What follows belongs to an exercise in optimizing a design on an open flow for small area, a short achievable clock period and few clock cycles per item; a production flow would make more cautious choices.
At most, simulation tests tie the RTL to the original design; equivalence was not proved.
Power is estimated from default activity; no workload was simulated.

==> flow/design.v <==
module rs80_dec (
    input  wire        clk,
    input  wire        rst,           
    input  wire        in_valid,
    output wire        in_ready,
    input  wire [15:0] in_data,
    output wire        out_valid,
    input  wire        out_ready,
    output wire [15:0] out_data,
    output wire        out_last,
    output wire [1:0]  out_status,    
    output wire [6:0]  out_pos        
);
    localparam integer D  = 87;       
    localparam integer DL = 2;        
    localparam [6:0]   DM1 = D - 1;
    localparam [7:0]   DM1W = D - 1;
    localparam [1:0] STATUS_OK  = 2'd0,
                     STATUS_COR = 2'd1,
                     STATUS_UNC = 2'd2;
    function [15:0] gf_mul;
        input [15:0] a;
        input [15:0] b;
        reg   [15:0] p;
        reg   [15:0] x;
        integer      n;
        begin
            p = 16'd0;
            x = a;
            for (n = 0; n < 16; n = n + 1) begin
                if (b[n])
                    p = p ^ x;
                x = {x[14:0], 1'b0} ^ (x[15] ? 16'h100B : 16'h0000);
            end
            gf_mul = p;
        end
    endfunction
    function [15:0] gf_sq;
        input [15:0] a;
        reg   [15:0] p;
        reg   [15:0] x;
        integer      n;
        begin
            p = 16'd0;
            x = 16'h0001;
            for (n = 0; n < 16; n = n + 1) begin
                if (a[n])
                    p = p ^ x;
                x = {x[14:0], 1'b0} ^ (x[15] ? 16'h100B : 16'h0000);
                x = {x[14:0], 1'b0} ^ (x[15] ? 16'h100B : 16'h0000);
            end
            gf_sq = p;
        end
    endfunction
    localparam [15:0] A1 = 16'h0002;
    localparam [15:0] A2 = 16'h0004;
    localparam [15:0] A3 = 16'h0008;
    localparam [15:0] A4 = 16'h0010;
    localparam [15:0] A5 = 16'h0020;
    localparam [15:0] AM16 = 16'h922B;    
    integer i;
    reg  [15:0] d_r;
    reg         v_r;
    reg         in_rdy;
    wire        fire = in_valid & in_rdy;
    assign in_ready = in_rdy;
    always @(posedge clk)
        d_r <= in_data;
    reg  [15:0] drum [0:D-1];
    wire [15:0] tap = drum[D-1-DL];
    always @(posedge clk) begin
        drum[0] <= v_r ? d_r : drum[D-1];
        for (i = 1; i < D; i = i + 1)
            drum[i] <= drum[i-1];
    end
    reg  [6:0]  wd;         
    reg  [6:0]  rdd;        
    reg  [6:0]  cnt;        
    reg  [6:0]  in_cnt;     
    reg  [6:0]  acc_cnt;    
    reg  [6:0]  beat;       
    reg  [2:0]  du_st;      
    reg  [15:0] cur_e;      
    reg  [15:0] o_data;
    reg         o_last;
    reg  [1:0]  o_st;
    reg  [6:0]  o_pos;
    reg         o_v;
    assign out_valid  = o_v;
    assign out_data   = o_data;
    assign out_last   = o_last;
    assign out_status = o_st;
    assign out_pos    = o_pos;
    wire b0 = (beat == 7'd0);
    wire du_done = (du_st == 3'd6);
    wire tap_ok = (rdd == DL) && (cnt != 7'd0) && (!b0 || du_done);
    wire rd = tap_ok && (!o_v || out_ready);
    wire last_beat = (beat == 7'd79);
    reg  [15:0] s0, s1, s2, s3, s4, s5;
    wire        first = (acc_cnt == 7'd0);
    wire [15:0] s0n = first ? d_r : (s0 ^ d_r);
    wire [15:0] s1n = first ? d_r : (gf_mul(s1, A1) ^ d_r);
    wire [15:0] s2n = first ? d_r : (gf_mul(s2, A2) ^ d_r);
    wire [15:0] s3n = first ? d_r : (gf_mul(s3, A3) ^ d_r);
    wire [15:0] s4n = first ? d_r : (gf_mul(s4, A4) ^ d_r);
    wire [15:0] s5n = first ? d_r : (gf_mul(s5, A5) ^ d_r);
    wire        snap = v_r && (acc_cnt == 7'd79);
    always @(posedge clk) begin
        if (v_r) begin
            s0 <= s0n; s1 <= s1n; s2 <= s2n;
            s3 <= s3n; s4 <= s4n; s5 <= s5n;
        end
    end
    reg  [15:0] t0, t1, t2, t3, t4, t5;    
    reg  [15:0] e;                         
    reg  [15:0] g;                         
    reg  [15:0] prod;
    reg         found;
    reg  [6:0]  m;                         
    reg         hk_ok;
    reg         allz;
    reg  [15:0] hit;
    reg  [3:0]  hk;
    integer     j;
    always @(*) begin
        hk = 4'd0;
        for (j = 0; j < 16; j = j + 1) begin
            hit[j] = (g == gf_mul(e, 16'h0001 << j));
            if (hit[j])
                hk = hk | (4'd15 - j[3:0]);
        end
    end
    wire       any_hit = |hit;
    wire [2:0] ka      = 3'd5 - du_st;           
    wire [1:0] res_st  = allz ? STATUS_OK :
                         ((e != 16'd0) && found && hk_ok) ? STATUS_COR : STATUS_UNC;
    wire [6:0] res_pos = (res_st == STATUS_COR) ? m : 7'd0;
    always @(posedge clk) begin
        if (snap) begin
            t0 <= s0n; t1 <= s1n; t2 <= s2n;
            t3 <= s3n; t4 <= s4n; t5 <= s5n;
            e  <= s0n;
            g  <= s1n;
        end else begin
            t0 <= t1; t1 <= t2; t2 <= t3; t3 <= t4; t4 <= t5;
            g  <= gf_mul(g, AM16);
        end
        prod <= gf_mul(t0, t2);
        if (du_st == 3'd1) begin
            allz  <= ~|{t0, t1, t2, t3, t4, t5};
            found <= any_hit;
            m     <= {ka & {3{any_hit}}, hk};
            hk_ok <= 1'b1;
        end else if (du_busy) begin
            found <= found | any_hit;
            m     <= m | {ka & {3{any_hit}}, hk};
            hk_ok <= hk_ok & (prod == gf_sq(t0));
        end
    end
    wire       idle     = (cnt == 7'd0) && !v_r;      
    wire [6:0] cv       = cnt + {6'd0, v_r};
    wire [6:0] cvm      = cv - 7'd1;
    wire [6:0] cnt_n    = rd ? cvm : cv;
    wire [6:0] wd_dec   = (wd  == 7'd0) ? DM1 : (wd  - 7'd1);
    wire [6:0] rdd_dec  = (rdd == 7'd0) ? DM1 : (rdd - 7'd1);
    wire [6:0] wd_adv   = v_r ? wd : wd_dec;
    wire       realign  = idle && !fire;
    wire [6:0] wd_n     = realign ? 7'd1 : wd_adv;
    wire [6:0] rdd_n    = realign ? 7'd1 : (rd ? rdd : rdd_dec);
    wire [6:0] in_cnt_n = fire ? ((in_cnt == 7'd79) ? 7'd0 : in_cnt + 7'd1) : in_cnt;
    wire       du_busy  = (du_st != 3'd0) && (du_st != 3'd6);
    wire [2:0] du_st_n  = snap ? 3'd1 :
                          du_busy ? du_st + 3'd1 :
                          (rd && b0) ? 3'd0 : du_st;
    wire       du_idle0 = !snap && (du_st == 3'd0);
    wire       du_idle1 = !snap && ((du_st == 3'd0) || (du_done && b0));
    wire       du_idle_n = rd ? du_idle1 : du_idle0;
    wire       cv_le2   = (cv <= DM1 - 7'd1);
    wire       cv_le1   = (cv <= DM1);
    wire       rdy1 = (wd_adv == 7'd0) &&
                      (rd ? cv_le1 : cv_le2) &&
                      ((in_cnt != 7'd78) || du_idle_n);
    wire       rdy0 = (idle || (wd_adv == 7'd1)) &&
                      (rd || cv_le1) &&
                      ((in_cnt != 7'd79) || du_idle_n);
    always @(posedge clk) begin
        if (rst) begin
            in_rdy  <= 1'b1;
            v_r     <= 1'b0;
            wd      <= 7'd1;
            rdd     <= 7'd1;
            cnt     <= 7'd0;
            in_cnt  <= 7'd0;
            acc_cnt <= 7'd0;
            beat    <= 7'd0;
            du_st   <= 3'd0;
            o_v     <= 1'b0;
        end else begin
            v_r     <= fire;
            in_rdy  <= fire ? rdy1 : rdy0;
            wd      <= wd_n;
            rdd     <= rdd_n;
            cnt     <= cnt_n;
            in_cnt  <= in_cnt_n;
            if (v_r)
                acc_cnt <= (acc_cnt == 7'd79) ? 7'd0 : acc_cnt + 7'd1;
            du_st   <= du_st_n;
            if (rd) begin
                beat <= last_beat ? 7'd0 : beat + 7'd1;
                o_v  <= 1'b1;
            end else if (out_ready) begin
                o_v  <= 1'b0;
            end
        end
    end
    wire [1:0]  st_use = b0 ? res_st : o_st;
    wire        fixhit = b0 ? (res_st == STATUS_COR && m == 7'd0) : (beat == o_pos);
    wire [15:0] e_use  = b0 ? e : cur_e;
    always @(posedge clk) begin
        if (rd) begin
            o_data <= (st_use == STATUS_UNC) ? 16'd0 : (tap ^ (fixhit ? e_use : 16'd0));
            o_last <= last_beat;
            if (b0) begin
                o_st  <= res_st;
                o_pos <= res_pos;
                cur_e <= e;
            end
        end
    end
endmodule
==> flow/config.mk <==
export PLATFORM = sky130hd
export DESIGN_NAME = rs80_dec
export DESIGN_NICKNAME = rs80_dec
export VERILOG_FILES = /design/flow/design.v
export SDC_FILE = /design/flow/constraint.sdc
export NUM_CORES = 4
export LEC_CHECK = 0
export CAP_MARGIN = 20
export CORE_MARGIN = 2
export CORE_UTILIZATION = 40
export SETUP_SLACK_MARGIN = 2.2
export SLEW_MARGIN = 20
==> flow/constraint.sdc <==
create_clock -name core_clock -period 5.0 [get_ports {clk}]
set_input_delay 1.0000 -clock core_clock [delete_from_list [all_inputs] [get_ports {clk}]]
set_output_delay 1.0000 -clock core_clock [all_outputs]
set_load 0.01 [all_outputs]
run.sh (not shown) runs the stock make flow with config.mk's settings and CLKGATE_MAP_FILE= SYNTH_SCRIPT=/design/flow/synth_recipe.tcl, a recipe that flattens the netlist after the stock synthesis.
The baseline finished clean.
==> next run, changes <==
- SETUP_SLACK_MARGIN: 2.2 -> 2.6
The changed run went through all stages and came out clean; worst setup slack degrades by 0.041 ns; cell area grows by a few percent; wire length increases by a few percent; clock skew grows by 0.018 ns; sequential power hardly moves; first-iteration DRC count is lower by a few percent; final cell count rises slightly; clock-buffer cell count is lower by 15; via count grows by a few percent.
Function was not checked in any run of this note: the RTL went through the layout flow alone.


rs80_dec, a different RTL version from the one above (not shown whole).
Size: about 1800 flip-flops, roughly 53000 um^2 of cells after synthesis.
// rs80_dec
module rs80_dec (
    input  wire        clk,
    input  wire        rst,           
    input  wire        in_valid,
    output wire        in_ready,
    input  wire [15:0] in_data,
    output wire        out_valid,
    input  wire        out_ready,
    output wire [15:0] out_data,
    output wire        out_last,
    output wire [1:0]  out_status,    
    output wire [6:0]  out_pos        
);
    localparam integer D  = 88;       
    localparam integer DL = 2;        
    localparam [6:0]   DM1 = D - 1;
    localparam [7:0]   DM1W = D - 1;
    localparam [1:0] STATUS_OK  = 2'd0,
                     STATUS_COR = 2'd1,
                     STATUS_UNC = 2'd2;
    function [15:0] gf_mul;
        input [15:0] a;
        input [15:0] b;
        reg   [15:0] p;
        reg   [15:0] x;
        integer      n;
        begin
            p = 16'd0;
            x = a;
            for (n = 0; n < 16; n = n + 1) begin
                if (b[n])
                    p = p ^ x;
                x = {x[14:0], 1'b0} ^ (x[15] ? 16'h100B : 16'h0000);
            end
            gf_mul = p;
        end
    endfunction
    function [15:0] gf_sq;
        input [15:0] a;
        reg   [15:0] p;
        reg   [15:0] x;
        integer      n;
        begin
            p = 16'd0;
            x = 16'h0001;
            for (n = 0; n < 16; n = n + 1) begin
  ...
==> flow/config.mk <==
export PLATFORM = sky130hd
export DESIGN_NAME = rs80_dec
export DESIGN_NICKNAME = rs80_dec
export VERILOG_FILES = /design/flow/design.v
export SDC_FILE = /design/flow/constraint.sdc
export NUM_CORES = 4
export LEC_CHECK = 0
export CAP_MARGIN = 20
export CORE_MARGIN = 2
export CORE_UTILIZATION = 70
export CTS_CLUSTER_DIAMETER = 100
export CTS_CLUSTER_SIZE = 24
export SETUP_SLACK_MARGIN = 2.8
export SLEW_MARGIN = 20
==> flow/constraint.sdc <==
create_clock -name core_clock -period 5.0 [get_ports {clk}]
set_input_delay 1.0000 -clock core_clock [delete_from_list [all_inputs] [get_ports {clk}]]
set_output_delay 1.0000 -clock core_clock [all_outputs]
set_load 0.01 [all_outputs]
Testbench counts at the start, summed over its fixed seeds: cycles 16,064, items 192.
Edit:
CORE_UTILIZATION = 40   (was 70)
CTS_CLUSTER_DIAMETER = unset   (was 100)
CTS_CLUSTER_SIZE = unset   (was 24)
SETUP_SLACK_MARGIN = 2.6   (was 2.8)
After rerunning:
- total power is higher by 14%
- core utilization decreases by 35 points
- via count shrinks by 11%
- design area went up by 3.0%
- worst hold slack gains 0.013 ns
- routed wire length goes down by 28%
- cell count climbs by 16%
- worst setup slack is better by 0.56 ns
Edit:
CORE_UTILIZATION = 60   (was 40)
CTS_CLUSTER_DIAMETER = 100   (was unset)
CTS_CLUSTER_SIZE = 30   (was unset)
Result:
- setup slack gets better by 0.035 ns
- register-to-register slack gets better by 0.03 ns
- via count fell slightly
- die area fell by a quarter to a third


== run A ==
rs80_dec, a different RTL version from the one above (not shown whole).
Size: about 1800 flip-flops, ~48 I/O pins, roughly 51000 sq um of cells after synthesis.
==> flow/config.mk <==
export PLATFORM = sky130hd
export DESIGN_NAME = rs80_dec
export DESIGN_NICKNAME = rs80_dec
export VERILOG_FILES = /design/flow/design.v
export SDC_FILE = /design/flow/constraint.sdc
export NUM_CORES = 4
export LEC_CHECK = 0
export CAP_MARGIN = 20
export CORE_MARGIN = 2
export CORE_UTILIZATION = 66
export CTS_CLUSTER_DIAMETER = 100
export CTS_CLUSTER_SIZE = 30
export SETUP_SLACK_MARGIN = 2.8
export SLEW_MARGIN = 20
==> flow/constraint.sdc <==
create_clock -name core_clock -period 5.0 [get_ports {clk}]
set_input_delay 1.0000 -clock core_clock [delete_from_list [all_inputs] [get_ports {clk}]]
set_output_delay 1.0000 -clock core_clock [all_outputs]
set_load 0.01 [all_outputs]
Run A: full flow OK, the timing, DRC and antenna checks passed
--- input diff run A..run B ---
Settings: a change of CTS_CLUSTER_SIZE from 30 to 28; a change of SETUP_SLACK_MARGIN from 2.8 to 2.6.
[summary]
When run B is set beside run A, its count of routing violations after the opening detailed-route iteration turns out to be about 12% smaller.
Net count of the finished layout for run B: 1.6% down relative to run A
Going from run A to run B, the wire length of the first global-routing pass was found to have gone up by 0.48%.
No functional check of the RTL was part of any run of this note.


job 3276:
rs80_dec, a different RTL version from the one above (not shown whole).
Size: ~3800 cells after synthesis, ~48 I/O pins, ~51000 um2 of cells after synthesis.
==> flow/config.mk <==
export PLATFORM = sky130hd
export DESIGN_NAME = rs80_dec
export DESIGN_NICKNAME = rs80_dec
export VERILOG_FILES = /design/flow/design.v
export SDC_FILE = /design/flow/constraint.sdc
export NUM_CORES = 4
export LEC_CHECK = 0
export CAP_MARGIN = 20
export CORE_MARGIN = 2
export CORE_UTILIZATION = 50
export CTS_CLUSTER_DIAMETER = 100
export CTS_CLUSTER_SIZE = 30
export SETUP_SLACK_MARGIN = 2.8
export SLEW_MARGIN = 20
==> flow/constraint.sdc <==
create_clock -name core_clock -period 5.0 [get_ports {clk}]
set_input_delay 1.0000 -clock core_clock [delete_from_list [all_inputs] [get_ports {clk}]]
set_output_delay 1.0000 -clock core_clock [all_outputs]
set_load 0.01 [all_outputs]
No stage failed in job 3276, and the final checks on the layout all came back clean.
Testbench counts of job 3276, summed over its fixed seeds: cycles 16,064, items 192.
Changes in job 202 relative to job 3276:
# job 3276
export LEC_CHECK = 0
export CAP_MARGIN = 20
export CORE_MARGIN = 2
export CORE_UTILIZATION = 50
export CTS_CLUSTER_DIAMETER = 100
export CTS_CLUSTER_SIZE = 30
export SETUP_SLACK_MARGIN = 2.8
export SLEW_MARGIN = 20
create_clock -name core_clock -period 5.0 [get_ports {clk}]
# job 202
export LEC_CHECK = 0
export CAP_MARGIN = 20
export CORE_MARGIN = 2
export CORE_UTILIZATION = 66
export CTS_CLUSTER_DIAMETER = 100
export CTS_CLUSTER_SIZE = 30
export SETUP_SLACK_MARGIN = 2.6
export SLEW_MARGIN = 20
create_clock -name core_clock -period 5.0 [get_ports {clk}]
Findings:
Horizontal die dimension is lower on job 202. Half-perimeter wire length of the detailed placement result grows by a few percent when moving from job 3276 to job 202. Reported for job 202 and job 3276, number of cells traversed by the worst register-to-register path turned out identical to the last digit. In the tables for job 202 and job 3276, overall die height reads lower with job 202. [compare] base=job 3276 new=job 202: clock period minus worst slack went up; worst hold slack fell by 6.3 ps. The higher met3 usage of job 202 and job 3276 is in job 202. Setup slack in job 202 is smaller than in job 3276. The number of setup buffers added after CTS reported for job 202 is smaller than that of job 3276 by 28.
The following lists how job 9131 was set up differently from job 202:
# job 202
export LEC_CHECK = 0
export CAP_MARGIN = 20
export CORE_MARGIN = 2
export CORE_UTILIZATION = 66
export CTS_CLUSTER_DIAMETER = 100
export CTS_CLUSTER_SIZE = 30
export SETUP_SLACK_MARGIN = 2.6
export SLEW_MARGIN = 20
create_clock -name core_clock -period 5.0 [get_ports {clk}]
# job 9131
export LEC_CHECK = 0
export CAP_MARGIN = 20
export CORE_MARGIN = 2
export CORE_UTILIZATION = 60
export CTS_CLUSTER_DIAMETER = 100
export CTS_CLUSTER_SIZE = 30
export SETUP_SLACK_MARGIN = 2.6
export SLEW_MARGIN = 20
create_clock -name core_clock -period 5.0 [get_ports {clk}]
--- outcome ---
Via count: job 9131 better than job 202. [compare] base=job 202 new=job 9131: wire length after detailed routing has decreased, tightest slew margin relative to the limit has decreased, routed length on met1 has decreased, clock buffer count in the final layout has increased. Between job 202 and job 9131, the flow reports routed length on met3 decreasing by more than 10%. Comparing job 9131 and job 202, the lower share of the core filled with cells was measured on job 9131. Number of filler cells placed in the layout ends up lower on job 202. Design area, job 9131 vs job 202: up slightly. Per the comparison of job 9131 with job 202, met1 track demand over resource decreased 5.3 points, setup slack of the critical path after layout went down by 13 ps.

afterwards: timing with drivers on the ports:
How much do the figures lean on ideal ports? The routed layouts below were timed once more, with nothing changed but the port constraints. Step 1, drivers: a clkbuf_16 drives clk and a buf_2 each remaining input, both assumed. Step 2 also shifts input and output timing later by t, the mid clock arrival at the registers, as if the neighbouring blocks saw the same clock. Slacks: ideal ports / drivers / drivers and shift; pairs: ideal ports / drivers.
run	t, ns	setup WS [ns]	worst setup path at the end	clock arrival spread, ns	cell pins on the clock port's net
the first run of note 1	0.827	1.807 / 1.807 / 1.807	register to register	0.026 / 0.027	1
the second run of note 1	0.831	1.766 / 1.766 / 1.766	register to register	0.043 / 0.043	1
the first run of note 2	0.752	1.837 / 1.837 / 1.837	register to register	0.061 / 0.062	1
the second run of note 2	0.827	2.402 / 2.401 / 1.944	input to register	0.046 / 0.047	1
the third run of note 2	0.724	2.437 / 2.437 / 1.917	input to register	0.038 / 0.038	1
run A	0.744	2.381 / 2.381 / 2.204	input to register	0.047 / 0.047	1
run B	0.734	2.413 / 2.413 / 2.156	input to register	0.044 / 0.043	1
job 3276	0.726	2.531 / 2.531 / 2.174	input to register	0.048 / 0.048	1
job 202	0.743	2.506 / 2.506 / 2.002	input to register	0.034 / 0.034	1
job 9131	0.726	2.494 / 2.494 / 2.034	input to register	0.054 / 0.054	1
After both steps every run listed still meets setup and hold. For the third run of note 2, which loses most, drivers alone change the setup slack by 0.000 ns; drivers and shift together by -0.520 ns.
